Background: an optimization exercise with open tools, aiming at small area, a short achievable clock period and few clock cycles per item. Do not read the settings as production practice. Only simulation tests tie the RTL to the original design; equivalence was not proved.

==> flow/design.v (outline; a module is shown in full before it is edited, if it fits) <==
// module henma_angle_unit: 418 lines
// module hm_mul: 1606 lines
module henma_angle_unit (
    input  wire        clk,
    input  wire        rst,
    input  wire        in_valid,
    output wire        in_ready,
    input  wire [2:0]  in_op,
    input  wire [63:0] in_a,
    input  wire [31:0] in_b,
    output wire        out_valid,
    output wire [63:0] out_res
);
  // ...
==> flow/run.sh <==
#!/bin/bash
# synth_recipe.tcl (not shown) runs the flow's synth.tcl, then flattens the netlist and writes it again
# the make line also repeats each setting of config.mk as NAME=value (left out here)
make -C /OpenROAD-flow-scripts/flow DESIGN_CONFIG=/design/flow/config.mk WORK_HOME=/design/flow/orfs CLKGATE_MAP_FILE= SYNTH_SCRIPT=/design/flow/synth_recipe.tcl finish
==> flow/config.mk <==
export PLATFORM = sky130hd
export DESIGN_NAME = henma_angle_unit
export DESIGN_NICKNAME = henma_angle_unit
export VERILOG_FILES = /design/flow/design.v
export SDC_FILE = /design/flow/constraint.sdc
export NUM_CORES = 4
export LEC_CHECK = 0
export CAP_MARGIN = 20
export CORE_MARGIN = 2
export CORE_UTILIZATION = 40
export SLEW_MARGIN = 20
==> flow/constraint.sdc <==
create_clock -name core_clock -period 17.0 [get_ports {clk}]
set_input_delay 3.4000 -clock core_clock [delete_from_list [all_inputs] [get_ports {clk}]]
set_output_delay 3.4000 -clock core_clock [all_outputs]
set_load 0.01 [all_outputs]
==> impl_results.md, run 1 <==
- Highest clock rate: 124 MHz
- Final non-filler cell total: 13.9k
- Register area: roughly 0.028 mm^2
- N_taps: 3202
- Crit end category: register
- Met2 GRT Util: 48.1%
- Maximum clock path buffer count: 3
- Total setup buffers inserted after CTS: 0
- I/O Buffers: 167
- R2R setup slack: 8.95 ns
- Post-Route WL: 408 mm
- Crit path kind: reg2reg
- Resized cells post-CTS: 0
- Commonest cells post-synth: nand2_1 (995), inv_1 (838), xnor2_1 (782)
- Most frequent cells in the layout: nand2_1 (988), inv_1 (835), xnor2_1 (776), nor2_1 (651), edfxtp_1 (651)
- Synthesized area: 0.0980 mm^2
- Post-Synth Adder-Cell Area: 16.6%
- Hold_ws: approximately 0.33 ns
- Post-synth top area share: 19.9%
- CTS Sinks: ~1.1k
- Pre-CTS WS: 9.39 ns
- Die X: 499 um
- # diodes: 13
- Worst-Skew Late Latency: 0.82 ns
- Slew Limit Fails: 0
- CTS root buf: clkbuf_16
- Worst hold start: b_q[1]
- # setup viols final: 0
- Met1 GRT Util: 42.0%
- Min-delay worst type: reg2reg
- Post-DP HPWL: 297 mm
- Post-synthesis mux area share: 6.92%
- RSZ-0062 raised after global routing: false
- Status: timing/DRC/antenna clean
- Synth Register Bits: around 1.1k
- Max cap viols: 0
- Crit-path cells: buf_4, buf_4, mux2_2, mux4_2, nand2_1, o21ai_0, o21ai_0, xnor2_1, inv_1, ha_1, o21a_1, nor2_1, nor4b_1, o21ai_0, a31oi_1, o21ai_0, o21ai_0, nand2_1, o2111ai_1, and2_0, nor2_1, o32a_1
- Routed vias: 86.2k
Testbench counts, summed over its fixed seeds: cycles 114,154, items 8,000.
==> run 2: changes to the inputs <==
--- a/flow/config.mk
+++ b/flow/config.mk
@@ -7,5 +7,5 @@
 export LEC_CHECK = 0
 export CAP_MARGIN = 20
 export CORE_MARGIN = 2
-export CORE_UTILIZATION = 40
+export CORE_UTILIZATION = 65
 export SLEW_MARGIN = 20
==> run 2 against run 1 <==
Still clean on timing, DRC and antenna; core utilization is 26 points higher; via count is 2.2% higher; die area is 38% lower; register-to-register slack better by 0.42 ns; routed wire length is 7.9% lower; fmax is 5.5% higher; critical endpoint unchanged; highest routed layer unchanged.
==> impl_results.md, run 2 <==
- # setup viols final: 0 (unchanged)
- GRT Overall Usage: 47.7% (was 31.8%)
- Vias per cell: 6.98 (was 6.22)
- CTS root buf: clkbuf_16 (unchanged)
- Most common cell after layout, fill and taps aside: nand2_1 (unchanged)
- Routed vias: 88.1k (was 86.2k)
- Crit path arrival time: 8.19 ns (was 8.60 ns)
- Largest family of logic cells by synthesized area: compound AO/OA/AOI/OAI gates (unchanged)
- Pre-CTS WS: 9.48 ns (was 9.39 ns)
- CTS tree: built (unchanged)
- CTS Sinks: 1079 (unchanged)
- Highest clock rate: 131 MHz (was 124 MHz)
- Sequential-to-total area share from yosys stat: 28.7% (unchanged)
- Hold_ws: 0.329 ns (was 0.330 ns)
- Commonest cells post-synth: nand2_1 (995), inv_1 (838), xnor2_1 (782) (unchanged)
- Resized cells post-CTS: 0 (unchanged)
- Antenna viol nets, final: 0 (unchanged)
- Startpoint Class: register (unchanged)
- Post-synthesis mux area share: 6.92% (unchanged)
- Die ar.: 0.154 mm^2 (was 0.249 mm^2)
- GR Overflow Total: 0 (unchanged)
- Num ports: 168 (unchanged)
- Worst-Skew Late Latency: 0.81 ns (was 0.82 ns)
- Core Area: 0.150 mm^2 (was 0.243 mm^2)
- Die Ht: 392 um (was 499 um)
- Post-synthesis compound-gate area fraction: 18.1% (unchanged)
- Ranking of synthesized cells by area: edfxtp_1 (20%), fa_1 (11%), dfxtp_1 (8.7%), xnor2_1 (7.0%), ha_1 (5.8%) (unchanged)
- Crit path kind: reg2reg (unchanged)
- Final nets: 11.6k (about the same)
- Post-synth EDFFs: 651 (unchanged)
- Crit share post-route: 44.9% (was 47.4%)
- Primary FF master, synth: edfxtp_1 (unchanged)
- Post-DP HPWL: 271 mm (was 297 mm)
- First-pass GRT wire length: 546 mm (was 587 mm)
- Avg WL per Cell: 29.8 um (was 29.4 um)
- Cts hold-fix bufs: 0 (unchanged)
- Row count: 142 (was 181)
- Yosys warning count: 1 (unchanged)
- Top-count cell post-synth: nand2_1 (unchanged)
- Reg clk slew, reported paths: 0.07 ns (was 0.06 ns)
- Post-synth top area share: 19.9% (unchanged)
- Tightest Pin Transition: 1.29 ns (was 1.20 ns)
- Syn Nets: 11.8k (unchanged)
- Layout area overhead: 7.98% (was 10.1%)
- H-Tree Depth: 3 (was 4)
- Setup Skew: 0.0734 ns (was 0.0422 ns)
- I/O Buffers: 167 (unchanged)
- DR iter-0 viols: 14.1k (was 11.3k)
- TNS Setup: 0 ns (unchanged)
- Simple-gate portion of the synthesized area: 12.0% (unchanged)
- Max cap viols: 0 (unchanged)
- Slew Limit Fails: 0 (unchanged)
- Largest net degree at the start of global routing: 149 (was 101)
- Synth Register Bits: 1079 (unchanged)
- Share of synthesized registers carrying an async set or reset: 0% (unchanged)
- # DRC: 0 (unchanged)
- Crit end category: register (unchanged)
- Distinct cells, synth: 110 (unchanged)
- DRT Pass-1 Iters: 13 (was 10)
- Req. time, crit path: 17.56 ns (was 17.55 ns)
- Setup WS post-layout: 9.37 ns (was 8.95 ns)
- Status: timing/DRC/antenna clean (unchanged)
- Total setup buffers inserted after CTS: 0 (unchanged)
- Post-Synth Adder-Cell Area: 16.6% (unchanged)
- RSZ-0062 raised after global routing: false (unchanged)
- Min cycle time layout: 7.63 ns (was 8.05 ns)
- Most frequent cells in the layout: nand2_1 (985), inv_1 (834), xnor2_1 (779), nor2_1 (651), edfxtp_1 (651) (was nand2_1 (988), inv_1 (835), xnor2_1 (776), nor2_1 (651), edfxtp_1 (651))
- Synth area leader: edfxtp_1 (unchanged)
- Placer Congestion: 1.07 (was 1.03)
- Post-Route WL: 375 mm (was 408 mm)
- Initial antenna violation count: 22 (was 27)
- Die X: 392 um (was 499 um)
- Initial Utilization: 65.4% (was 40.3%)
- Final instance area: 0.106 mm^2 (was 0.108 mm^2)
- Worst slew margin: 13.2% (was 19.8%)
- Number of global-route vias before repair: 84.2k (was 83.9k)
- Min-delay worst type: reg2reg (unchanged)
- Post-synthesis xor/xnor area fraction: 11.4% (unchanged)
- Dpl cell area: 0.102 mm^2 (was 0.103 mm^2)
- Critical path peak fanout: 60 (was 58)
- Synthesized area: 0.0980 mm^2 (unchanged)
- Final Hold Fails: 0 (unchanged)
- Layout fillers: 11.5k (was 23.6k)
- CTS buffer count: 118 (was 139)
- Mapped Cells: 10.8k (unchanged)
- Proportion of layout cells with a drive suffix above 1: 7.69% (was 8.01%)
- Syn Area/Cell: 9.11 um^2 (unchanged)
- Maximum clock path buffer count: 3 (unchanged)
## run 2: cell counts after synthesis
Identical to the previous run, type by type.
## run 2: layout make-up
type | count | area (um^2) | share of cell area, %
Inverter | 845 | 3180 | 3.01
Sequential cell | 1079 | 28100 | 26.6
Timing Repair Buffer | 376 | 3260 | 3.08
Tap cell | 2016 | 2520 | 2.38
Clock inverter | 76 | 996 | 0.941
Multi-Input combinational cell | 8063 | 64500 | 60.9
Clock buffer | 150 | 3220 | 3.04
Antenna cell | 10 | 25.0 | 0.0236
## run 2: cells by family after synthesis
logic type	count (synthesis)
compound gates	2709
xor+xnor	1277
simple gates	2545
flops	1079
buf+inv	1620
fa+ha+maj	985
mux	547
## run 2: per-stage QoR
stage,util (%),instances
floorplan,-,10800
global placement,67.8,12400
detailed placement,67.8,12400
CTS,70.6,12600
global route,70.6,12600
finish,70.6,12600
## run 2: routing by layer
layer	vias up	global-route usage (%)	wire, um
met5	-	0	97
met4	14	35.0	35100
met3	1821	14.7	53500
met2	7094	69.6	156000
met1	41900	59.8	131000
li1	37300	-	-
## run 2: final timing paths
path              slack (ns)  depth (start not counted)        end     start
setup / recovery        9.37                         23     cy[60]     ci[1]
hold / removal          0.33                          0  fin_op[1]  b_opk[1]
hold reg to reg         0.33                          0  fin_op[1]  b_opk[1]
setup reg to reg        9.37                         23     cy[60]     ci[1]
## run 2: worst max-delay path, cell delays in order (launching register included)
cell and delay [ns]:
edfxtp_1 0.32, buf_4 0.48, buf_4 0.70, mux4_2 0.43
nand2_1 0.08, nand2_1 0.12, mux2i_1 0.36, mux2_2 0.32
xnor2_1 0.18, inv_1 0.08, ha_1 0.38, a21oi_1 0.13
o21bai_1 0.17, a21oi_1 0.14, nor4b_1 1.03, o21ai_0 0.26
a31oi_1 0.34, o21ai_0 0.24, o21ai_0 0.41, nand2_1 0.13
o2111ai_1 0.21, and2_0 0.36, nor2_1 0.10, o32a_1 0.35
==> module henma_angle_unit, before the edit <==
module henma_angle_unit (
    input  wire        clk,
    input  wire        rst,
    input  wire        in_valid,
    output wire        in_ready,
    input  wire [2:0]  in_op,
    input  wire [63:0] in_a,
    input  wire [31:0] in_b,
    output wire        out_valid,
    output wire [63:0] out_res
);
    localparam [2:0] OP_SINCOS = 3'd0, OP_SIN = 3'd1, OP_COS = 3'd2,
                     OP_ATAN2  = 3'd3, OP_ROT = 3'd4, OP_IROT = 3'd5;
    localparam [2:0] B_NONE = 3'd0, B_X2 = 3'd1, B_T = 3'd2, B_VS = 3'd3,
                     B_VC = 3'd4, B_ACC = 3'd5, B_LO = 3'd6, B_HI = 3'd7;
    localparam [1:0] C_IDLE = 2'd0, C_NORM = 2'd1, C_ITER = 2'd2, C_DONE = 2'd3;
    reg        buf_v;
    reg [2:0]  buf_op;
    reg        buf_rot;
    reg [63:0] buf_a;
    reg [31:0] buf_b;
    always @(posedge clk)
        if (in_ready) begin
            buf_op  <= in_op;
            buf_rot <= in_op[2];
            buf_a   <= in_a;
            buf_b   <= in_b;
        end
    wire        b_irot = (buf_op == OP_IROT);
    wire [31:0] ang    = buf_rot ? buf_b : buf_a[31:0];
    wire [1:0]  quad   = ang[31:30];
    wire [29:0] u      = ang[29:0];
    wire        qodd   = quad[0];
    wire        m_s    = (buf_op == OP_SINCOS) | buf_rot | ((buf_op == OP_SIN) & ~qodd) |
                         ((buf_op == OP_COS) & qodd);
    wire        m_c    = (buf_op == OP_SINCOS) | buf_rot | ((buf_op == OP_SIN) & qodd) |
                         ((buf_op == OP_COS) & ~qodd);
    wire [4:0]  m_rel  = buf_rot ? 5'd16 : 5'd13;
    wire        nsin   = quad[1];
    wire        ncos   = quad[1] ^ quad[0];
    wire [31:0] px     = buf_a[31:0];
    wire [31:0] py     = buf_a[63:32];
    reg        mu_act;
    reg [4:0]  mc;
    reg [1:0]  mu_pend;           
    reg [29:0] x2s;
    reg [30:0] x2c, uc;
    reg [31:0] t;
    reg [30:0] s_val, c_val;
    reg [63:0] acc;
    reg [31:0] rx, ry;            
    reg [1:0]  tl_n;
    reg        tl_rot, tl_qodd, tl_nsin, tl_ncos, tl_irot, tl_spec;
    reg [2:0]  tl_opk;
    reg [1:0]  tl_q;
    reg        sa_u, sa_t, sa_x, sa_y;
    reg [2:0]  d_opk;
    reg [1:0]  d_q;
    reg        sb_u, sb_x2s, sb_x2c, sb_uc, sb_sv, sb_cv;
    reg        d_neg, d_rb, d_spec, d_fin;
    reg [2:0]  d_k, d_bop;
    reg [63:0] ps, pc;
    reg [2:0]  bop;
    reg        bspec, bfin;
    reg [2:0]  b_opk;
    reg [1:0]  b_q;
    function [31:0] kcoef(input [2:0] k);
        case (k)
            3'd2:    kcoef = 32'd172272;
            3'd3:    kcoef = -32'd5026995;
            3'd4:    kcoef = 32'd85569306;
            3'd5:    kcoef = -32'd693598668;
            3'd6:    kcoef = 32'd1686629713;
            default: kcoef = 32'd0;
        endcase
    endfunction
    wire [31:0] pa = ({32{sa_u}} & {2'b00, u}) | ({32{sa_t}} & t) |
                     ({32{sa_x}} & rx) | ({32{sa_y}} & ry);
    wire [30:0] pb = ({31{sb_u}} & {1'b0, u}) | ({31{sb_x2s}} & {1'b0, x2s}) |
                     ({31{sb_x2c}} & x2c) | ({31{sb_uc}} & uc) |
                     ({31{sb_sv}} & s_val) | ({31{sb_cv}} & c_val);
    wire [63:0] ms, mcy;
    hm_mul u_mul (.a(pa), .b(pb), .neg(d_neg), .k(kcoef(d_k)), .rb(d_rb), .s(ms), .c(mcy));
    wire [30:0] x2_side = mc[0] ? x2c : {1'b0, x2s};
    wire [36:0] x61 = {x2_side, 6'd0} - {x2_side, 2'd0} + {6'd0, x2_side};
    wire [31:0] t1  = -32'd3864 + {26'd0, x61[35:30]};
    wire        b_accum = (bop == B_LO) | (bop == B_HI);
    wire [63:0] vsum = ps + pc + (b_accum ? acc : 64'd0);
    wire [30:0] vmin = (vsum[61:30] > 32'h4000_0000) ? 31'h4000_0000 : vsum[60:30];
    wire [30:0] vval = bspec ? 31'h4000_0000 : vmin;
    wire        v_tie = (vsum[29:0] == 30'd0);
    wire        v_ovf = ~((vsum[63:61] == 3'b000) | (vsum[63:61] == 3'b111));
    wire [31:0] v_rnd = v_ovf ? (vsum[63] ? 32'h8000_0000 : 32'h7FFF_FFFF)
                              : {vsum[61:31], vsum[30] & ~v_tie};
    reg        fin_go;
    reg [2:0]  fin_op;
    reg [1:0]  fin_q;
    wire       f_qodd = fin_q[0];
    wire       f_ns   = fin_q[1];
    wire       f_nc   = fin_q[1] ^ fin_q[0];
    wire [30:0] f_sinm = f_qodd ? c_val : s_val;
    wire [30:0] f_cosm = f_qodd ? s_val : c_val;
    wire [31:0] f_sin  = ({1'b0, f_sinm} ^ {32{f_ns}}) + {31'd0, f_ns};
    wire [31:0] f_cos  = ({1'b0, f_cosm} ^ {32{f_nc}}) + {31'd0, f_nc};
    wire [63:0] f_res  = (fin_op == OP_SINCOS) ? {f_cos, f_sin} :
                         (fin_op == OP_SIN)    ? {32'd0, f_sin} : {32'd0, f_cos};
    reg [63:0] rq0, rq1, rq2;
    reg [1:0]  rq_wp, rq_rp;
    reg [1:0]  rq_cnt;
    wire       mu_push = fin_go | (bop == B_HI);
    always @(posedge clk) begin
        if (fin_go) begin
            case (rq_wp) 2'd0: rq0 <= f_res; 2'd1: rq1 <= f_res; default: rq2 <= f_res; endcase
        end
        if (bop == B_LO) begin
            case (rq_wp) 2'd0: rq0[31:0] <= v_rnd; 2'd1: rq1[31:0] <= v_rnd; default: rq2[31:0] <= v_rnd; endcase
        end
        if (bop == B_HI) begin
            case (rq_wp) 2'd0: rq0[63:32] <= v_rnd; 2'd1: rq1[63:32] <= v_rnd; default: rq2[63:32] <= v_rnd; endcase
        end
    end
    always @(posedge clk) begin
        ps <= ms;
        pc <= mcy;
        bspec <= d_spec;
        b_opk <= d_opk;
        b_q   <= d_q;
        if (mu_act && mc == 5'd14) begin
            rx <= px;
            ry <= py;
        end
        case (bop)
            B_X2:  x2s <= vsum[59:30];
            B_T:   t   <= vsum[61:30];
            B_VS:  s_val <= vval;
            B_VC:  c_val <= vval;
            B_ACC: acc <= vsum;
            default: ;
        endcase
        if (mu_act && (mc == 5'd2 || mc == 5'd3)) t <= t1;
        if (mu_act && mc == 5'd2) begin
            x2c <= 31'h4000_0000 - {u, 1'b0} + {1'b0, x2s};
            uc  <= 31'h4000_0000 - {1'b0, u};
        end
        fin_op <= b_opk;
        fin_q  <= b_q;
    end
    reg [1:0]  cu_st;
    reg [63:0] cx, cy;
    reg [31:0] acc_a;
    reg [4:0]  ci;
    reg        cq_v;
    reg [31:0] cq_y, cq_x;
    reg [31:0] tval;
    always @(*) begin
        case (ci)
            5'd0:  tval = 32'h20000000;
            5'd1:  tval = 32'h12e4051e;
            5'd2:  tval = 32'h09fb385b;
            5'd3:  tval = 32'h051111d4;
            5'd4:  tval = 32'h028b0d43;
            5'd5:  tval = 32'h0145d7e1;
            5'd6:  tval = 32'h00a2f61e;
            5'd7:  tval = 32'h00517c55;
            5'd8:  tval = 32'h0028be53;
            5'd9:  tval = 32'h00145f2f;
            5'd10: tval = 32'h000a2f98;
            5'd11: tval = 32'h000517cc;
            5'd12: tval = 32'h00028be6;
            5'd13: tval = 32'h000145f3;
            5'd14: tval = 32'h0000a2fa;
            5'd15: tval = 32'h0000517d;
            5'd16: tval = 32'h000028be;
            5'd17: tval = 32'h0000145f;
            5'd18: tval = 32'h00000a30;
            5'd19: tval = 32'h00000518;
            5'd20: tval = 32'h0000028c;
            5'd21: tval = 32'h00000146;
            5'd22: tval = 32'h000000a3;
            5'd23: tval = 32'h00000051;
            5'd24: tval = 32'h00000029;
            5'd25: tval = 32'h00000014;
            5'd26: tval = 32'h0000000a;
            5'd27: tval = 32'h00000005;
            5'd28: tval = 32'h00000003;
            5'd29: tval = 32'h00000001;
            5'd30: tval = 32'h00000001;
            default: tval = 32'h00000000;
        endcase
    end
    wire [31:0] ay = cq_y;
    wire [31:0] ax = cq_x;
    wire        ax_z = (ax == 32'd0);
    wire        ay_z = (ay == 32'd0);
    wire [32:0] neg_y = -{ay[31], ay};
    wire [32:0] mag_x = ({ax[31], ax} ^ {33{ax[31]}}) + {32'd0, ax[31]};    
    wire [32:0] d_y   = ax[31] ? neg_y : {ay[31], ay};                      
    wire [31:0] mag_y = ay[31] ? neg_y[31:0] : ay;                          
    wire [31:0] mag_m = mag_x[31:0] | mag_y;                                
    reg  [4:0]  d_msb;
    integer kk;
    always @(*) begin
        d_msb = 5'd0;
        for (kk = 0; kk < 32; kk = kk + 1)
            if (mag_m[kk]) d_msb = kk[4:0];
    end
    wire [63:0] sh_x = $signed(cx) >>> ci;
    wire [63:0] sh_y = $signed(cy) >>> ci;
    reg         cpos;             
    wire        cneg = ~cpos;
    wire [63:0] cy_b  = sh_x ^ {64{cpos}};
    wire        cy_z  = &(~(cy ^ cy_b ^ {cy[62:0] | cy_b[62:0], cpos}));
    wire [64:0] cx_it = {cx, 1'b1} + {sh_y ^ {64{cneg}}, cneg};
    wire [64:0] cy_it = {cy, 1'b1} + {cy_b, cpos};
    wire [32:0] ca_it = {acc_a, 1'b1} + {tval ^ {32{cneg}}, cneg};
    wire mu_rel   = mu_act & (mc == m_rel);
    wire cu_d0    = (cu_st == C_IDLE) & cq_v;
    wire cu_take  = buf_v & (buf_op == OP_ATAN2) & (~cq_v | cu_d0);
    wire release_ = mu_rel | cu_take;
    reg  in_ready_r, ov_r, head_r;
    assign in_ready = in_ready_r;
    wire accept   = in_valid & in_ready;
    wire buf_v_n  = accept | (buf_v & ~release_);
    reg [7:0]  tf;
    reg [2:0]  tf_wp, tf_rp;
    reg        tf_ne;
    wire emit_cu  = ov_r & head_r;
    wire emit_mu  = ov_r & ~head_r;
    assign out_valid = ov_r;
    assign out_res   = head_r ? {32'd0, acc_a} : (rq_rp == 2'd0 ? rq0 : rq_rp == 2'd1 ? rq1 : rq2);
    wire tf_push  = accept & ~rst;
    wire tf_pop   = emit_cu | emit_mu;
    wire mu_cand  = accept ? (in_op != OP_ATAN2)
                           : (buf_v & ~release_ & (buf_op != OP_ATAN2) & ~mu_act);
    wire mu_go    = mu_cand & (~mu_act | mu_rel) & ({1'b0, rq_cnt} + {1'b0, mu_pend} <= 3'd2);
    wire mu_act_n = mu_go | (mu_act & ~mu_rel);
    wire [4:0] mc_n = mu_go ? 5'd0 : mc + 5'd1;
    reg [1:0] cu_st_n;
    always @(*) begin
        cu_st_n = cu_st;
        case (cu_st)
            C_IDLE: if (cu_d0) cu_st_n = (ax_z | ay_z) ? C_DONE : C_NORM;
            C_NORM: cu_st_n = C_ITER;
            C_ITER: if (ci == 5'd30) cu_st_n = C_DONE;
            default: if (emit_cu) cu_st_n = C_IDLE;
        endcase
    end
    wire [1:0] rq_cnt_n = rq_cnt + {1'b0, mu_push} - {1'b0, emit_mu};
    wire [2:0] tf_rp_n  = tf_rp + {2'd0, tf_pop};
    wire [2:0] tf_wp_n  = tf_wp + {2'd0, tf_push};
    wire       tf_ne_n  = (tf_push & ~tf_pop) ? 1'b1 :
                          (tf_pop & ~tf_push) ? (tf_rp_n != tf_wp) : tf_ne;
    wire       head_n   = tf[tf_rp_n];
    wire       ov_n     = tf_ne_n & (head_n ? (cu_st_n == C_DONE) : (rq_cnt_n != 2'd0));
    wire       cq_v_n   = cu_take | (cq_v & ~cu_d0);
    wire [2:0] op_n     = accept ? in_op : buf_op;
    wire       rot_n    = accept ? in_op[2] : buf_rot;
    wire       cu_take_n = buf_v_n & (op_n == OP_ATAN2) & (~cq_v_n | ((cu_st_n == C_IDLE) & cq_v_n));
    wire       mu_rel_n = mu_act_n & (mc_n == (rot_n ? 5'd16 : 5'd13));
    wire       rdy_n    = ~buf_v_n | mu_rel_n | cu_take_n;
    wire [1:0] tv_n    = mu_rel ? (buf_rot ? 2'd2 : m_c ? 2'd1 : 2'd0) : tl_n;
    wire       tv_rot  = mu_rel ? buf_rot : tl_rot;
    wire       tv_qodd = mu_rel ? qodd : tl_qodd;
    wire       tv_nsin = mu_rel ? nsin : tl_nsin;
    wire       tv_ncos = mu_rel ? ncos : tl_ncos;
    wire       tv_irot = mu_rel ? b_irot : tl_irot;
    wire       tv_spec = mu_rel ? (u == 30'd0) : tl_spec;
    wire [2:0] tv_opk  = mu_rel ? buf_op : tl_opk;
    wire [1:0] tv_q    = mu_rel ? quad : tl_q;
    wire       cur_pass = mu_act_n & ((mc_n == 5'd0) | (mc_n >= 5'd3));
    wire       tl_issue = ~cur_pass & (tv_n != 2'd0);
    reg n_au, n_at, n_ax, n_ay, n_bu, n_bx2s, n_bx2c, n_buc, n_bsv, n_bcv;
    reg n_neg, n_rb, n_spec, n_fin;
    reg [2:0] n_k, n_bop, n_opk;
    reg [1:0] n_q;
    always @(*) begin
        {n_au, n_at, n_ax, n_ay, n_bu, n_bx2s, n_bx2c, n_buc, n_bsv, n_bcv} = 10'd0;
        n_neg = 1'b0; n_rb = 1'b0; n_spec = 1'b0; n_fin = 1'b0;
        n_k = mc_n[3:1] + {2'd0, mc_n[0]};
        n_bop = B_NONE;
        n_opk = buf_op;
        n_q   = quad;
        if (tl_issue) begin
            n_opk = tv_opk;
            n_q   = tv_q;
            if (!tv_rot) begin
                n_at = 1'b1; n_buc = 1'b1; n_spec = tv_spec;
                n_bop = B_VC; n_fin = 1'b1;
            end else if (tv_n == 2'd2) begin
                n_bsv = 1'b1; n_bop = B_ACC;
                if (~tv_qodd) begin n_ax = 1'b1; n_neg = tv_nsin ^ ~tv_irot; end
                else          begin n_ay = 1'b1; n_neg = tv_ncos; end
            end else begin
                n_bcv = 1'b1; n_bop = B_HI; n_rb = 1'b1;
                if (~tv_qodd) begin n_ay = 1'b1; n_neg = tv_ncos; end
                else          begin n_ax = 1'b1; n_neg = tv_nsin ^ ~tv_irot; end
            end
        end else if (mu_act_n) begin
            if (mc_n == 5'd0) begin
                n_au = 1'b1; n_bu = 1'b1; n_bop = B_X2;
            end else if (mc_n >= 5'd3 && mc_n <= 5'd12) begin
                n_at = 1'b1;
                if (mc_n[0]) begin n_bx2s = 1'b1; if (m_s) n_bop = B_T; end
                else         begin n_bx2c = 1'b1; if (m_c) n_bop = B_T; end
            end else if (mc_n == 5'd13) begin
                n_at = 1'b1; n_bu = 1'b1;
                if (m_s) begin n_bop = B_VS; n_fin = ~m_c; end
            end else if (mc_n == 5'd14) begin
                n_at = 1'b1; n_buc = 1'b1; n_spec = (u == 30'd0); n_bop = B_VC;
            end else if (mc_n == 5'd15) begin
                n_bsv = 1'b1; n_bop = B_ACC;
                if (~qodd) begin n_ay = 1'b1; n_neg = nsin ^ b_irot; end
                else       begin n_ax = 1'b1; n_neg = ncos; end
            end else if (mc_n == 5'd16) begin
                n_bcv = 1'b1; n_bop = B_LO; n_rb = 1'b1;
                if (~qodd) begin n_ax = 1'b1; n_neg = ncos; end
                else       begin n_ay = 1'b1; n_neg = nsin ^ b_irot; end
            end
        end
    end
    always @(posedge clk) begin
        {sa_u, sa_t, sa_x, sa_y, sb_u, sb_x2s, sb_x2c, sb_uc, sb_sv, sb_cv} <=
            {n_au, n_at, n_ax, n_ay, n_bu, n_bx2s, n_bx2c, n_buc, n_bsv, n_bcv};
        d_neg  <= n_neg;
        d_rb   <= n_rb;
        d_spec <= n_spec;
        d_k    <= n_k;
        d_opk  <= n_opk;
        d_q    <= n_q;
        tl_rot  <= tv_rot;
        tl_qodd <= tv_qodd;
        tl_nsin <= tv_nsin;
        tl_ncos <= tv_ncos;
        tl_irot <= tv_irot;
        tl_spec <= tv_spec;
        tl_opk  <= tv_opk;
        tl_q    <= tv_q;
        if (tf_push) tf[tf_wp] <= (in_op == OP_ATAN2);
        if (cu_take) begin
            cq_y <= buf_a[31:0];
            cq_x <= buf_b;
        end
    end
    always @(posedge clk) begin
        if (rst) begin
            in_ready_r <= 1'b1;
            ov_r       <= 1'b0;
            head_r     <= 1'b0;
            buf_v      <= 1'b0;
            mu_act     <= 1'b0;
            mc         <= 5'd0;
            mu_pend    <= 2'd0;
            tl_n       <= 2'd0;
            d_bop      <= B_NONE;
            d_fin      <= 1'b0;
            bop        <= B_NONE;
            bfin       <= 1'b0;
            fin_go     <= 1'b0;
            rq_wp      <= 2'd0;
            rq_rp      <= 2'd0;
            rq_cnt     <= 2'd0;
            cu_st      <= C_IDLE;
            cq_v       <= 1'b0;
            tf_wp      <= 3'd0;
            tf_rp      <= 3'd0;
            tf_ne      <= 1'b0;
        end else begin
            in_ready_r <= rdy_n;
            ov_r       <= ov_n;
            head_r     <= head_n;
            buf_v      <= buf_v_n;
            mu_act     <= mu_act_n;
            mc         <= mc_n;
            mu_pend    <= mu_pend + {1'b0, mu_go} - {1'b0, mu_push};
            tl_n       <= tv_n - {1'b0, tl_issue};
            d_bop      <= n_bop;
            d_fin      <= n_fin;
            bop        <= d_bop;
            bfin       <= d_fin;
            fin_go     <= bfin;
            if (mu_push) rq_wp <= (rq_wp == 2'd2) ? 2'd0 : rq_wp + 2'd1;
            if (emit_mu) rq_rp <= (rq_rp == 2'd2) ? 2'd0 : rq_rp + 2'd1;
            rq_cnt     <= rq_cnt + {1'b0, mu_push} - {1'b0, emit_mu};
            cu_st      <= cu_st_n;
            cq_v       <= cq_v_n;
            if (tf_push) tf_wp <= tf_wp + 3'd1;
            if (tf_pop)  tf_rp <= tf_rp + 3'd1;
            tf_ne      <= tf_ne_n;
        end
    end
    always @(posedge clk) begin
        case (cu_st)
            C_IDLE: if (cu_d0) begin
                cx    <= {mag_x, 31'd0};
                cy    <= {d_y, 31'd0};
                ci    <= d_msb;
                cpos  <= ~d_y[32] & (d_y != 33'd0);
                if (ax_z)
                    acc_a <= ay[31] ? 32'hC000_0000 : ay_z ? 32'h0 : 32'h4000_0000;
                else
                    acc_a <= ax[31] ? 32'h8000_0000 : 32'h0;
            end
            C_NORM: begin
                cx <= {sh_x[34:0], 29'd0};
                cy <= {sh_y[34:0], 29'd0};
                ci <= 5'd0;
            end
            C_ITER: begin
                cx    <= cx_it[64:1];
                cy    <= cy_it[64:1];
                acc_a <= ca_it[32:1];
                cpos  <= ~cy_it[64] & ~cy_z;
                ci    <= ci + 5'd1;
            end
            default: ;
        endcase
    end
endmodule
==> run 3: changes to the inputs <==
--- a/flow/design.v
+++ b/flow/design.v
@@ -17,17 +17,19 @@
     reg        buf_v;
     reg [2:0]  buf_op;
     reg        buf_rot;
-    reg [63:0] buf_a;
-    reg [31:0] buf_b;
+    reg [31:0] buf_hi;            
+    reg [31:0] buf_ang;           
+    reg [31:0] buf_oth;           
     always @(posedge clk)
         if (in_ready) begin
             buf_op  <= in_op;
             buf_rot <= in_op[2];
-            buf_a   <= in_a;
-            buf_b   <= in_b;
+            buf_hi  <= in_a[63:32];
+            buf_ang <= in_op[2] ? in_b : in_a[31:0];
+            buf_oth <= in_op[2] ? in_a[31:0] : in_b;
         end
     wire        b_irot = (buf_op == OP_IROT);
-    wire [31:0] ang    = buf_rot ? buf_b : buf_a[31:0];
+    wire [31:0] ang    = buf_ang;
     wire [1:0]  quad   = ang[31:30];
     wire [29:0] u      = ang[29:0];
     wire        qodd   = quad[0];
@@ -38,8 +40,8 @@
     wire [4:0]  m_rel  = buf_rot ? 5'd16 : 5'd13;
     wire        nsin   = quad[1];
     wire        ncos   = quad[1] ^ quad[0];
-    wire [31:0] px     = buf_a[31:0];
-    wire [31:0] py     = buf_a[63:32];
+    wire [31:0] px     = buf_oth;
+    wire [31:0] py     = buf_hi;
     reg        mu_act;
     reg [4:0]  mc;
     reg [1:0]  mu_pend;           
@@ -81,10 +83,11 @@
                      ({31{sb_sv}} & s_val) | ({31{sb_cv}} & c_val);
     wire [63:0] ms, mcy;
     hm_mul u_mul (.a(pa), .b(pb), .neg(d_neg), .k(kcoef(d_k)), .rb(d_rb), .s(ms), .c(mcy));
-    wire [30:0] x2_side = mc[0] ? x2c : {1'b0, x2s};
+    reg         side_c;           
+    wire [30:0] x2_side = side_c ? x2c : {1'b0, x2s};
     wire [36:0] x61 = {x2_side, 6'd0} - {x2_side, 2'd0} + {6'd0, x2_side};
     wire [31:0] t1  = -32'd3864 + {26'd0, x61[35:30]};
-    wire        b_accum = (bop == B_LO) | (bop == B_HI);
+    reg         d_acc, b_accum;
     wire [63:0] vsum = ps + pc + (b_accum ? acc : 64'd0);
     wire [30:0] vmin = (vsum[61:30] > 32'h4000_0000) ? 31'h4000_0000 : vsum[60:30];
     wire [30:0] vval = bspec ? 31'h4000_0000 : vmin;
@@ -204,8 +207,28 @@
         for (kk = 0; kk < 32; kk = kk + 1)
             if (mag_m[kk]) d_msb = kk[4:0];
     end
-    wire [63:0] sh_x = $signed(cx) >>> ci;
-    wire [63:0] sh_y = $signed(cy) >>> ci;
+    reg  [3:0]  csl;              
+    reg  [7:0]  csh;              
+    function [63:0] ashr(input [63:0] v, input [3:0] sl, input [7:0] sh);
+        reg [66:0] l1;
+        reg [63:0] r;
+        integer i, k;
+        begin
+            for (i = 0; i < 67; i = i + 1) begin
+                l1[i] = 1'b0;
+                for (k = 0; k < 4; k = k + 1)
+                    l1[i] = l1[i] | (sl[k] & ((i + k) > 63 ? v[63] : v[(i + k) > 63 ? 63 : i + k]));
+            end
+            for (i = 0; i < 64; i = i + 1) begin
+                r[i] = 1'b0;
+                for (k = 0; k < 8; k = k + 1)
+                    r[i] = r[i] | (sh[k] & ((i + 4 * k) > 63 ? v[63] : l1[(i + 4 * k) > 63 ? 63 : i + 4 * k]));
+            end
+            ashr = r;
+        end
+    endfunction
+    wire [63:0] sh_x = ashr(cx, csl, csh);
+    wire [63:0] sh_y = ashr(cy, csl, csh);
     reg         cpos;             
     wire        cneg = ~cpos;
     wire [63:0] cy_b  = sh_x ^ {64{cpos}};
@@ -322,6 +345,9 @@
         {sa_u, sa_t, sa_x, sa_y, sb_u, sb_x2s, sb_x2c, sb_uc, sb_sv, sb_cv} <=
             {n_au, n_at, n_ax, n_ay, n_bu, n_bx2s, n_bx2c, n_buc, n_bsv, n_bcv};
         d_neg  <= n_neg;
+        d_acc  <= (n_bop == B_LO) | (n_bop == B_HI);
+        side_c <= (mc_n == 5'd3);
+        b_accum <= d_acc;
         d_rb   <= n_rb;
         d_spec <= n_spec;
         d_k    <= n_k;
@@ -337,8 +363,8 @@
         tl_q    <= tv_q;
         if (tf_push) tf[tf_wp] <= (in_op == OP_ATAN2);
         if (cu_take) begin
-            cq_y <= buf_a[31:0];
-            cq_x <= buf_b;
+            cq_y <= buf_ang;
+            cq_x <= buf_oth;
         end
     end
     always @(posedge clk) begin
@@ -394,6 +420,8 @@
                 cx    <= {mag_x, 31'd0};
                 cy    <= {d_y, 31'd0};
                 ci    <= d_msb;
+                csl   <= 4'b0001 << d_msb[1:0];
+                csh   <= 8'b0000_0001 << d_msb[4:2];
                 cpos  <= ~d_y[32] & (d_y != 33'd0);
                 if (ax_z)
                     acc_a <= ay[31] ? 32'hC000_0000 : ay_z ? 32'h0 : 32'h4000_0000;
@@ -404,6 +432,8 @@
                 cx <= {sh_x[34:0], 29'd0};
                 cy <= {sh_y[34:0], 29'd0};
                 ci <= 5'd0;
+                csl <= 4'b0001;
+                csh <= 8'b0000_0001;
             end
             C_ITER: begin
                 cx    <= cx_it[64:1];
@@ -411,6 +441,8 @@
                 acc_a <= ca_it[32:1];
                 cpos  <= ~cy_it[64] & ~cy_z;
                 ci    <= ci + 5'd1;
+                csl   <= {csl[2:0], csl[3]};
+                if (csl[3]) csh <= {csh[6:0], csh[7]};
             end
             default: ;
         endcase
==> run 3 against run 2 <==
Via count up 6.3%; critical path depth is 2 lower; setup slack got worse by 0.87 ns; routed wire length increased by 8.9%; global-route usage up 4.2 points; non-clock buffer count is 3 lower; die area decreased by 0.44%; core utilization grew 0.15 points; clock skew up 0.017 ns; flip-flop and latch count up 15; critical path type unchanged; hold slack improved by 0.0042 ns.
==> impl_results.md, run 3 <==
- Status: timing/DRC/antenna clean (unchanged)
- R2R Path Start: b_accum (was ci[1])
- TNS Setup: 0 ns (unchanged)
- Highest clock rate: 118 MHz (was 131 MHz)
- Final nets: 11.6k (about the same)
- Number of global-route vias before repair: 90.1k (was 84.2k)
- Syn Area/Cell: 9.04 um^2 (was 9.11 um^2)
- Post-synth top area share: 20.4% (was 19.9%)
- Largest net degree at the start of global routing: 128 (was 149)
- Startpoint Class: register (unchanged)
- Commonest cells post-synth: inv_1 (856), xnor2_1 (767), nand2_1 (719) (was nand2_1 (995), inv_1 (838), xnor2_1 (782))
- CTS buffer count: 120 (was 118)
- Yosys warning count: 1 (unchanged)
- Reg clk slew, reported paths: 0.07 ns (about the same)
- DRT Pass-1 Iters: 15 (was 13)
- Layout area overhead: 8.44% (was 7.98%)
- Post-DP HPWL: 289 mm (was 271 mm)
- Avg WL per Cell: 32.3 um (was 29.8 um)
- Total setup buffers inserted after CTS: 0 (unchanged)
- Maximum clock path buffer count: 3 (unchanged)
- Hold_ws: 0.333 ns (was 0.329 ns)
- GR Overflow Total: 0 (unchanged)
- Worst slew margin: 5.81% (was 13.2%)
- # setup viols final: 0 (unchanged)
- Finished Core Util: 70.8% (was 70.6%)
- Vias per cell: 7.39 (was 6.98)
- Die Ht: 391 um (was 392 um)
- Min cycle time layout: 8.51 ns (was 7.63 ns)
- Worst hold start: d_opk[0] (was b_opk[1])
- Antenna viol nets, final: 0 (unchanged)
- CTS Sinks: 1094 (was 1079)
- Ranking of synthesized cells by area: edfxtp_1 (20%), fa_1 (11%), dfxtp_1 (8.8%), xnor2_1 (6.9%), ha_1 (5.8%) (was edfxtp_1 (20%), fa_1 (11%), dfxtp_1 (8.7%), xnor2_1 (7.0%), ha_1 (5.8%))
- Worst hold stages: 0 (unchanged)
- Distinct cells, synth: 100 (was 110)
- Tightest Pin Transition: 1.40 ns (was 1.29 ns)
- Post-Route WL: 409 mm (was 375 mm)
- Core Area: 0.149 mm^2 (was 0.150 mm^2)
- Req. time, crit path: 17.74 ns (was 17.56 ns)
- Top-count cell post-synth: inv_1 (was nand2_1)
- Syn Nets: 11.9k (was 11.8k)
- Final non-filler cell total: 12.7k (was 12.6k)
- Synth area leader: edfxtp_1 (unchanged)
- Setup Skew: 0.0901 ns (was 0.0734 ns)
- Synthesized area: 0.0976 mm^2 (was 0.0980 mm^2)
- H-Tree Depth: 3 (unchanged)
- Post-synth EDFFs: 663 (was 651)
- Min-delay worst type: reg2reg (unchanged)
- Crit path arrival time: 9.24 ns (was 8.19 ns)
- Row count: 142 (unchanged)
- Most common cell after layout, fill and taps aside: inv_1 (was nand2_1)
- Resized cells post-CTS: 0 (unchanged)
- Crit share post-route: 50.0% (was 44.9%)
- Num ports: 168 (unchanged)
- First-pass GRT wire length: 590 mm (was 546 mm)
- R2R setup slack: 8.49 ns (was 9.37 ns)
- Die X: 391 um (was 392 um)
- CTS root buf: clkbuf_16 (unchanged)
- # DRC: 0 (unchanged)
- Synth Register Bits: 1094 (was 1079)
- Worst-Skew Late Latency: 0.84 ns (was 0.81 ns)
- GRT Overall Usage: 52.0% (was 47.7%)
- Proportion of layout cells with a drive suffix above 1: 6.40% (was 7.69%)
- DR iter-0 viols: 16.6k (was 14.1k)
- Placer Congestion: 1.13 (was 1.07)
- Crit path kind: reg2reg (unchanged)
- Final Hold Fails: 0 (unchanged)
- Slew Limit Fails: 0 (unchanged)
- Most frequent cells in the layout: inv_1 (854), xnor2_1 (752), nand2_1 (715), nor2_1 (683), edfxtp_1 (663) (was nand2_1 (985), inv_1 (834), xnor2_1 (779), nor2_1 (651), edfxtp_1 (651))
- Worst Hold Path EP: b_opk[0] (was fin_op[1])
- Critical path peak fanout: 64 (was 60)
- I/O Buffers: 167 (unchanged)
- Routed vias: 93.6k (was 88.1k)
- Cts hold-fix bufs: 0 (unchanged)
- Sequential-to-total area share from yosys stat: 29.3% (was 28.7%)
- Worst r2r path cells: 21 (was 23)
- Share of synthesized registers carrying an async set or reset: 0% (unchanged)
- Mapped Cells: 10.8k (about the same)
- Primary FF master, synth: edfxtp_1 (unchanged)
- Die ar.: 0.153 mm^2 (was 0.154 mm^2)
- Crit end category: register (unchanged)
- Initial antenna violation count: 51 (was 22)
- Initial Utilization: 65.3% (was 65.4%)
- Max cap viols: 0 (unchanged)
- RSZ-0062 raised after global routing: false (unchanged)
- Placed Instances: 12.4k (about the same)
- R2r endpoint: rq1[53] (was cy[60])
- CTS tree: built (unchanged)
run 3: cell count changes after synthesis, moves of 59 or more:
| cell | previous run | this run |
|---|---|---|
| o22ai_1 | 44 | 520 |
| o21ai_0 | 653 | 348 |
| nand2_1 | 995 | 719 |
| mux2i_1 | 352 | 183 |
| a22oi_1 | 532 | 641 |
| a21oi_1 | 530 | 631 |
| mux4_2 | 94 | 2 |
| and2_1 | 63 | 154 |
| a221oi_1 | 45 | 107 |
| o21ai_1 | 70 | 9 |
| and4_1 | 14 | 73 |
run 3: routing by layer:
metal	vias to the layer above	wire (um)	GRT usage [%]
met3	2844	64200	21.2
met5	-	337	1.31
met1	43800	133000	60.8
met2	8810	167000	74.3
li1	38100	-	-
met4	36	44600	43.3
run 3: critical path, stage by stage (launching register included):
cell and delay (ns):
dfxtp_2 0.31, buf_4 0.56, and2_1 0.23, ha_1 0.23, ha_1 0.21, fa_1 0.46
a21o_1 0.19, a21oi_2 0.23, o21ai_2 0.11, a21o_1 0.22, o21ai_1 0.38, o21a_1 0.42
nor2_1 0.20, a221oi_1 0.82, a2111oi_0 0.34, buf_4 0.23, o2111ai_1 0.27, a21oi_1 0.20
or3_1 0.75, nor2_4 0.87, nand2_1 0.82, o2111ai_1 0.33
run 3: logic make-up (layout without fill, tap and decap cells):
| logic type | after synthesis | count (layout) | synth area share, % |
|---|---|---|---|
| AND/OR/NAND/NOR | 2446 | 2446 | 12.1 |
| AO/OA/AOI/OAI | 3094 | 3094 | 21.3 |
| flip-flops | 1094 | 1094 | 29.3 |
| multiplexers | 278 | 278 | 3.00 |
| other | 0 | 37 | 0 |
| XOR/XNOR | 1255 | 1255 | 11.3 |
| buffers and inverters | 1643 | 1461 | 6.35 |
| adder cells (fa/ha/maj) | 985 | 985 | 16.7 |
run 3: final cells by class:
type	instances	area (um^2)
Sequential cell	1094	28600
Fill cell	10900	43600
Clock inverter	55	722
Timing Repair Buffer	373	3280
Tap cell	2016	2520
Clock buffer	174	3450
Multi-Input combinational cell	8058	63900
Inverter	859	3230
Antenna cell	37	92.6
run 3: stage by stage:
step	instance area, um^2	setup slack, ns
3_3_place_gp	101000	8.97
6_report	106000	8.49
5_1_grt	106000	8.48
2_1_floorplan	97600	10.20
3_5_place_dp	101000	8.89
4_1_cts	106000	8.89
run 3: worst max path at each step:
stage                         end  slack, ns     start
after floorplan           tval[3]      10.20  cq_x[31]
after global placement    rq1[53]       8.97   b_accum
after detailed placement  rq1[53]       8.89   b_accum
after CTS                 rq1[53]       8.89   b_accum
after global routing      rq1[53]       8.48   b_accum
final                     rq1[53]       8.49   b_accum
Testbench counts of run 3, summed over its fixed seeds: cycles 114,154, items 8,000.
==> run 4: changes to the inputs <==
--- a/flow/design.v
+++ b/flow/design.v
@@ -48,7 +48,7 @@
     reg [29:0] x2s;
     reg [30:0] x2c, uc;
     reg [31:0] t;
-    reg [30:0] s_val, c_val;
+    reg [31:0] s_val, c_val;      
     reg [63:0] acc;
     reg [31:0] rx, ry;            
     reg [1:0]  tl_n;
@@ -73,6 +73,7 @@
             3'd4:    kcoef = 32'd85569306;
             3'd5:    kcoef = -32'd693598668;
             3'd6:    kcoef = 32'd1686629713;
+            3'd7:    kcoef = 32'hFFFF_FFFF;
             default: kcoef = 32'd0;
         endcase
     endfunction
@@ -80,7 +81,7 @@
                      ({32{sa_x}} & rx) | ({32{sa_y}} & ry);
     wire [30:0] pb = ({31{sb_u}} & {1'b0, u}) | ({31{sb_x2s}} & {1'b0, x2s}) |
                      ({31{sb_x2c}} & x2c) | ({31{sb_uc}} & uc) |
-                     ({31{sb_sv}} & s_val) | ({31{sb_cv}} & c_val);
+                     ({31{sb_sv}} & s_val[30:0]) | ({31{sb_cv}} & c_val[30:0]);
     wire [63:0] ms, mcy;
     hm_mul u_mul (.a(pa), .b(pb), .neg(d_neg), .k(kcoef(d_k)), .rb(d_rb), .s(ms), .c(mcy));
     reg         side_c;           
@@ -89,8 +90,9 @@
     wire [31:0] t1  = -32'd3864 + {26'd0, x61[35:30]};
     reg         d_acc, b_accum;
     wire [63:0] vsum = ps + pc + (b_accum ? acc : 64'd0);
-    wire [30:0] vmin = (vsum[61:30] > 32'h4000_0000) ? 31'h4000_0000 : vsum[60:30];
-    wire [30:0] vval = bspec ? 31'h4000_0000 : vmin;
+    reg         d_inv, b_inv;
+    wire [31:0] vval = bspec ? (b_inv ? 32'hC000_0000 : 32'h4000_0000)
+                             : (vsum[61:30] ^ {32{b_inv}});
     wire        v_tie = (vsum[29:0] == 30'd0);
     wire        v_ovf = ~((vsum[63:61] == 3'b000) | (vsum[63:61] == 3'b111));
     wire [31:0] v_rnd = v_ovf ? (vsum[63] ? 32'h8000_0000 : 32'h7FFF_FFFF)
@@ -99,12 +101,8 @@
     reg [2:0]  fin_op;
     reg [1:0]  fin_q;
     wire       f_qodd = fin_q[0];
-    wire       f_ns   = fin_q[1];
-    wire       f_nc   = fin_q[1] ^ fin_q[0];
-    wire [30:0] f_sinm = f_qodd ? c_val : s_val;
-    wire [30:0] f_cosm = f_qodd ? s_val : c_val;
-    wire [31:0] f_sin  = ({1'b0, f_sinm} ^ {32{f_ns}}) + {31'd0, f_ns};
-    wire [31:0] f_cos  = ({1'b0, f_cosm} ^ {32{f_nc}}) + {31'd0, f_nc};
+    wire [31:0] f_sin  = f_qodd ? c_val : s_val;
+    wire [31:0] f_cos  = f_qodd ? s_val : c_val;
     wire [63:0] f_res  = (fin_op == OP_SINCOS) ? {f_cos, f_sin} :
                          (fin_op == OP_SIN)    ? {32'd0, f_sin} : {32'd0, f_cos};
     reg [63:0] rq0, rq1, rq2;
@@ -126,6 +124,7 @@
         ps <= ms;
         pc <= mcy;
         bspec <= d_spec;
+        b_inv <= d_inv;
         b_opk <= d_opk;
         b_q   <= d_q;
         if (mu_act && mc == 5'd14) begin
@@ -293,13 +292,13 @@
     wire       cur_pass = mu_act_n & ((mc_n == 5'd0) | (mc_n >= 5'd3));
     wire       tl_issue = ~cur_pass & (tv_n != 2'd0);
     reg n_au, n_at, n_ax, n_ay, n_bu, n_bx2s, n_bx2c, n_buc, n_bsv, n_bcv;
-    reg n_neg, n_rb, n_spec, n_fin;
+    reg n_neg, n_rb, n_spec, n_fin, n_inv;
     reg [2:0] n_k, n_bop, n_opk;
     reg [1:0] n_q;
     always @(*) begin
         {n_au, n_at, n_ax, n_ay, n_bu, n_bx2s, n_bx2c, n_buc, n_bsv, n_bcv} = 10'd0;
-        n_neg = 1'b0; n_rb = 1'b0; n_spec = 1'b0; n_fin = 1'b0;
-        n_k = mc_n[3:1] + {2'd0, mc_n[0]};
+        n_neg = 1'b0; n_rb = 1'b0; n_spec = 1'b0; n_fin = 1'b0; n_inv = 1'b0;
+        n_k = 3'd0;
         n_bop = B_NONE;
         n_opk = buf_op;
         n_q   = quad;
@@ -309,6 +308,7 @@
             if (!tv_rot) begin
                 n_at = 1'b1; n_buc = 1'b1; n_spec = tv_spec;
                 n_bop = B_VC; n_fin = 1'b1;
+                n_inv = tv_q[1]; n_k = tv_q[1] ? 3'd7 : 3'd0;
             end else if (tv_n == 2'd2) begin
                 n_bsv = 1'b1; n_bop = B_ACC;
                 if (~tv_qodd) begin n_ax = 1'b1; n_neg = tv_nsin ^ ~tv_irot; end
@@ -323,11 +323,14 @@
                 n_au = 1'b1; n_bu = 1'b1; n_bop = B_X2;
             end else if (mc_n >= 5'd3 && mc_n <= 5'd12) begin
                 n_at = 1'b1;
+                n_k = mc_n[3:1] + {2'd0, mc_n[0]};
                 if (mc_n[0]) begin n_bx2s = 1'b1; if (m_s) n_bop = B_T; end
                 else         begin n_bx2c = 1'b1; if (m_c) n_bop = B_T; end
             end else if (mc_n == 5'd13) begin
                 n_at = 1'b1; n_bu = 1'b1;
                 if (m_s) begin n_bop = B_VS; n_fin = ~m_c; end
+                n_inv = ~buf_rot & (quad[1] ^ quad[0]);
+                n_k = (~buf_rot & (quad[1] ^ quad[0])) ? 3'd7 : 3'd0;
             end else if (mc_n == 5'd14) begin
                 n_at = 1'b1; n_buc = 1'b1; n_spec = (u == 30'd0); n_bop = B_VC;
             end else if (mc_n == 5'd15) begin
@@ -350,6 +353,7 @@
         b_accum <= d_acc;
         d_rb   <= n_rb;
         d_spec <= n_spec;
+        d_inv  <= n_inv;
         d_k    <= n_k;
         d_opk  <= n_opk;
         d_q    <= n_q;
==> run 4 against run 3 <==
Still clean on timing, DRC and antenna; synthesized cell count down 4.4%; setup slack better by 0.94 ns; routed wire length fell by 9.2%; register-to-register slack improved by 0.94 ns; non-clock buffer count fell by 13; design area is 2.4% lower; clock skew down 0.0097 ns.
==> impl_results.md, run 4 <==
- Commonest cells post-synth: inv_1 (824), a22oi_1 (803), xnor2_1 (767) (was inv_1 (856), xnor2_1 (767), nand2_1 (719))
- RSZ-0062 raised after global routing: false (unchanged)
- Distinct cells, synth: 111 (was 100)
- Post-Route WL: 371 mm (was 409 mm)
- Num ports: 168 (unchanged)
- Maximum clock path buffer count: 3 (unchanged)
- CTS Sinks: 1095 (was 1094)
- Top-count cell post-synth: inv_1 (unchanged)
- CTS tree: built (unchanged)
- Cts hold-fix bufs: 0 (unchanged)
- Vias per cell: 7.26 (was 7.39)
- I/O Buffers: 167 (unchanged)
- DR iter-0 viols: 15.1k (was 16.6k)
- Final Hold Fails: 0 (unchanged)
- Status: timing/DRC/antenna clean (unchanged)
- Core Area: 0.146 mm^2 (was 0.149 mm^2)
- Startpoint Class: register (unchanged)
- Row count: 140 (was 142)
- Final nets: 11.1k (was 11.6k)
- CTS buffer count: 118 (was 120)
- Yosys warning count: 1 (unchanged)
- Die ar.: 0.150 mm^2 (was 0.153 mm^2)
- Slew Limit Fails: 0 (unchanged)
- Reg clk slew, reported paths: 0.06 ns (was 0.07 ns)
- Crit-path leading delay family: compound AO/OA/AOI/OAI gates (unchanged)
- Post-DP HPWL: 256 mm (was 289 mm)
- Crit path kind: reg2reg (unchanged)
- Req. time, crit path: 17.54 ns (was 17.74 ns)
- Post-Synth Adder-Cell Area: 17.1% (was 16.7%)
- Mapped Cells: 10.3k (was 10.8k)
- Syn Area/Cell: 9.24 um^2 (was 9.04 um^2)
- Worst slew margin: 11.1% (was 5.81%)
- Most frequent cells in the layout: inv_1 (824), a22oi_1 (800), xnor2_1 (749), edfxtp_1 (665), nor2_1 (619) (was inv_1 (854), xnor2_1 (752), nand2_1 (715), nor2_1 (683), edfxtp_1 (663))
- Post-synth top area share: 20.9% (was 20.4%)
- Setup Skew: 0.0804 ns (was 0.0901 ns)
- Crit end category: register (unchanged)
- Share of synthesized registers carrying an async set or reset: 0% (unchanged)
- Synth area leader: edfxtp_1 (unchanged)
- Worst-Skew Late Latency: 0.83 ns (was 0.84 ns)
- GRT Overall Usage: 48.0% (was 52.0%)
- Sequential-to-total area share from yosys stat: 30.0% (was 29.3%)
- Layout area overhead: 8.24% (was 8.44%)
- Max stage delay on crit path: 0.65 ns (was 0.87 ns)
- Register area: 0.0286 mm^2 (about the same)
- Ranking of synthesized cells by area: edfxtp_1 (21%), fa_1 (11%), dfxtp_1 (9.0%), xnor2_1 (7.0%), a22oi_1 (6.3%) (was edfxtp_1 (20%), fa_1 (11%), dfxtp_1 (8.8%), xnor2_1 (6.9%), ha_1 (5.8%))
- Slowest stage cell, crit path: buf_4 (was nor2_4)
- Post-synthesis xor/xnor area fraction: 10.8% (was 11.3%)
- CTS root buf: clkbuf_16 (unchanged)
- Largest family of logic cells by synthesized area: compound AO/OA/AOI/OAI gates (unchanged)
- First-pass GRT wire length: 543 mm (was 590 mm)
- Min-delay worst type: reg2reg (unchanged)
- Setup WS post-layout: 9.43 ns (was 8.49 ns)
- Pre-CTS WS: 9.38 ns (was 8.89 ns)
- Crit path arrival time: 8.11 ns (was 9.24 ns)
- Primary FF master, synth: edfxtp_1 (unchanged)
- Crit share post-route: 44.5% (was 50.0%)
- GR Overflow Total: 0 (unchanged)
- Initial Utilization: 65.4% (was 65.3%)
- Highest clock rate: 132 MHz (was 118 MHz)
- Syn Nets: 11.4k (was 11.9k)
- Min cycle time layout: 7.57 ns (was 8.51 ns)
- Total setup buffers inserted after CTS: 0 (unchanged)
- Die X: 387 um (was 391 um)
- # setup viols final: 0 (unchanged)
- Proportion of layout cells with a drive suffix above 1: 6.69% (was 6.40%)
- Layout fillers: 10.9k (about the same)
- DRT Pass-1 Iters: 17 (was 15)
- Synthesized area: 0.0954 mm^2 (was 0.0976 mm^2)
- Tightest Pin Transition: 1.33 ns (was 1.40 ns)
- Critical path peak fanout: 79 (was 64)
- Placer Congestion: 1.04 (was 1.13)
- Initial antenna violation count: 38 (was 51)
- Post-synth EDFFs: 665 (was 663)
- Max cap viols: 0 (unchanged)
- Antenna viol nets, final: 0 (unchanged)
- Number of global-route vias before repair: 84.4k (was 90.1k)
- Buf/Inv on CP: 3 (was 2)
- H-Tree Depth: 3 (unchanged)
- Routed vias: 87.7k (was 93.6k)
- Finished Core Util: 70.8% (about the same)
- Resized cells post-CTS: 0 (unchanged)
- # DRC: 0 (unchanged)
- Post-synthesis compound-gate area fraction: 20.9% (was 21.3%)
- Multi-input logic area: 0.0619 mm^2 (was 0.0639 mm^2)
- Largest net degree at the start of global routing: 123 (was 128)
- Simple-gate portion of the synthesized area: 11.2% (was 12.1%)
- TNS Setup: 0 ns (unchanged)
- Crit-path cells: buf_4, buf_4, a22oi_1, nand2_1, a22oi_1, and3_1, xnor2_1, inv_1, ha_1, a211oi_1, o211ai_1, a2111oi_2, o31ai_1, a211o_1, a221o_1, a41oi_1, o31ai_1, o41ai_2, o21ai_1, a21oi_1, mux2i_1, a21oi_1, or2_2 (was buf_4, and2_1, ha_1, ha_1, fa_1, a21o_1, a21oi_2, o21ai_2, a21o_1, o21ai_1, o21a_1, nor2_1, a221oi_1, a2111oi_0, buf_4, o2111ai_1, a21oi_1, or3_1, nor2_4, nand2_1, o2111ai_1)
- Die Ht: 387 um (was 391 um)
- Synth Register Bits: 1095 (was 1094)
- Avg WL per Cell: 30.7 um (was 32.3 um)
- Post-synthesis mux area share: 3.83% (was 3.00%)
- Most common cell after layout, fill and taps aside: inv_1 (unchanged)
## run 4: stage by stage
step	instance area (um^2)	instances	hold WS, ns
global placement	99200	11800	0.311
CTS	103000	12100	0.325
finish	103000	12100	0.323
detailed placement	99200	11800	0.312
global route	103000	12100	0.334
floorplan	95400	10300	0.310
## run 4: path summary, 6_finish.rpt
path | start | end | slack, ns | cells after the start
max | csl[2] | cy[62] | 9.43 | 23
min | d_acc | b_accum | 0.32 | 0
max reg2reg | csl[2] | cy[62] | 9.43 | 23
min reg2reg | d_acc | b_accum | 0.32 | 0
## run 4: area by class of cell
cell class | instances | share of cell area [%]
diodes | 14 | 0.0339
inverters | 828 | 3.01
clock buffers | 174 | 3.38
repair buffers | 360 | 3.04
flip-flops and latches | 1095 | 27.7
clock inverters | 51 | 0.509
well taps | 1917 | 2.32
multi-input cells | 7645 | 60.0
## run 4: metal layers
metal	routed length (um)	global-route usage (%)	vias to the layer above	part of all wire, %
met3	58500	18.2	1991	16
met2	152000	68.6	7556	41
met1	129000	60.7	41700	35
li1	-	-	36500	-
met4	31500	31.6	40	8.5
met5	260	0	-	0.070
## run 4: kinds of logic (layout without fill, tap and decap cells)
| family | Yosys count | after routing |
|---|---|---|
| multiplexers | 352 | 352 |
| AND/OR/NAND/NOR | 2184 | 2184 |
| XOR/XNOR | 1171 | 1171 |
| other | 0 | 14 |
| AO/OA/AOI/OAI | 2956 | 2956 |
| adder cells (fa/ha/maj) | 982 | 982 |
| buffers and inverters | 1577 | 1413 |
| flip-flops | 1095 | 1095 |
Testbench counts of run 4, summed over its fixed seeds: cycles 114,154, items 8,000.

## re-timing with driven ports
The flow's constraints put no driver on any port. The routed layouts listed below were extracted and timed again, unchanged, in two steps. Step 1: set_driving_cell puts a clkbuf_16 on clk and a buf_2 on each other input, an assumption about the parent block. Step 2 moves the port delays by t, midway between the first and last clock arrival at a register: inputs arrive t later, outputs are due t later. That takes back most of the time a late clock gives input paths. a / b / c = ideal / step 1 / step 2; a / b = the first two.
run | shift t [ns] | setup slack, ns | worst hold slack (ns) | worst register clock-pin slew, ns | worst data-port slew with drivers (ns)
run 1 | 0.903 | 8.949 / 8.949 / 8.949 | 0.330 / 0.330 / 0.330 | 0.07 / 0.07 | 0.14
run 2 | 0.875 | 9.367 / 9.367 / 9.336 | 0.329 / 0.329 / 0.329 | 0.07 / 0.07 | 0.09
run 3 | 0.889 | 8.493 / 8.493 / 8.493 | 0.333 / 0.333 / 0.333 | 0.09 / 0.09 | 0.12
run 4 | 0.881 | 9.434 / 9.434 / 9.180 | 0.323 / 0.323 / 0.323 | 0.08 / 0.08 | 0.16
After both steps every run listed still meets setup and hold. For run 4, which loses most, drivers alone change the setup slack by 0.000 ns; drivers and shift together by -0.254 ns.
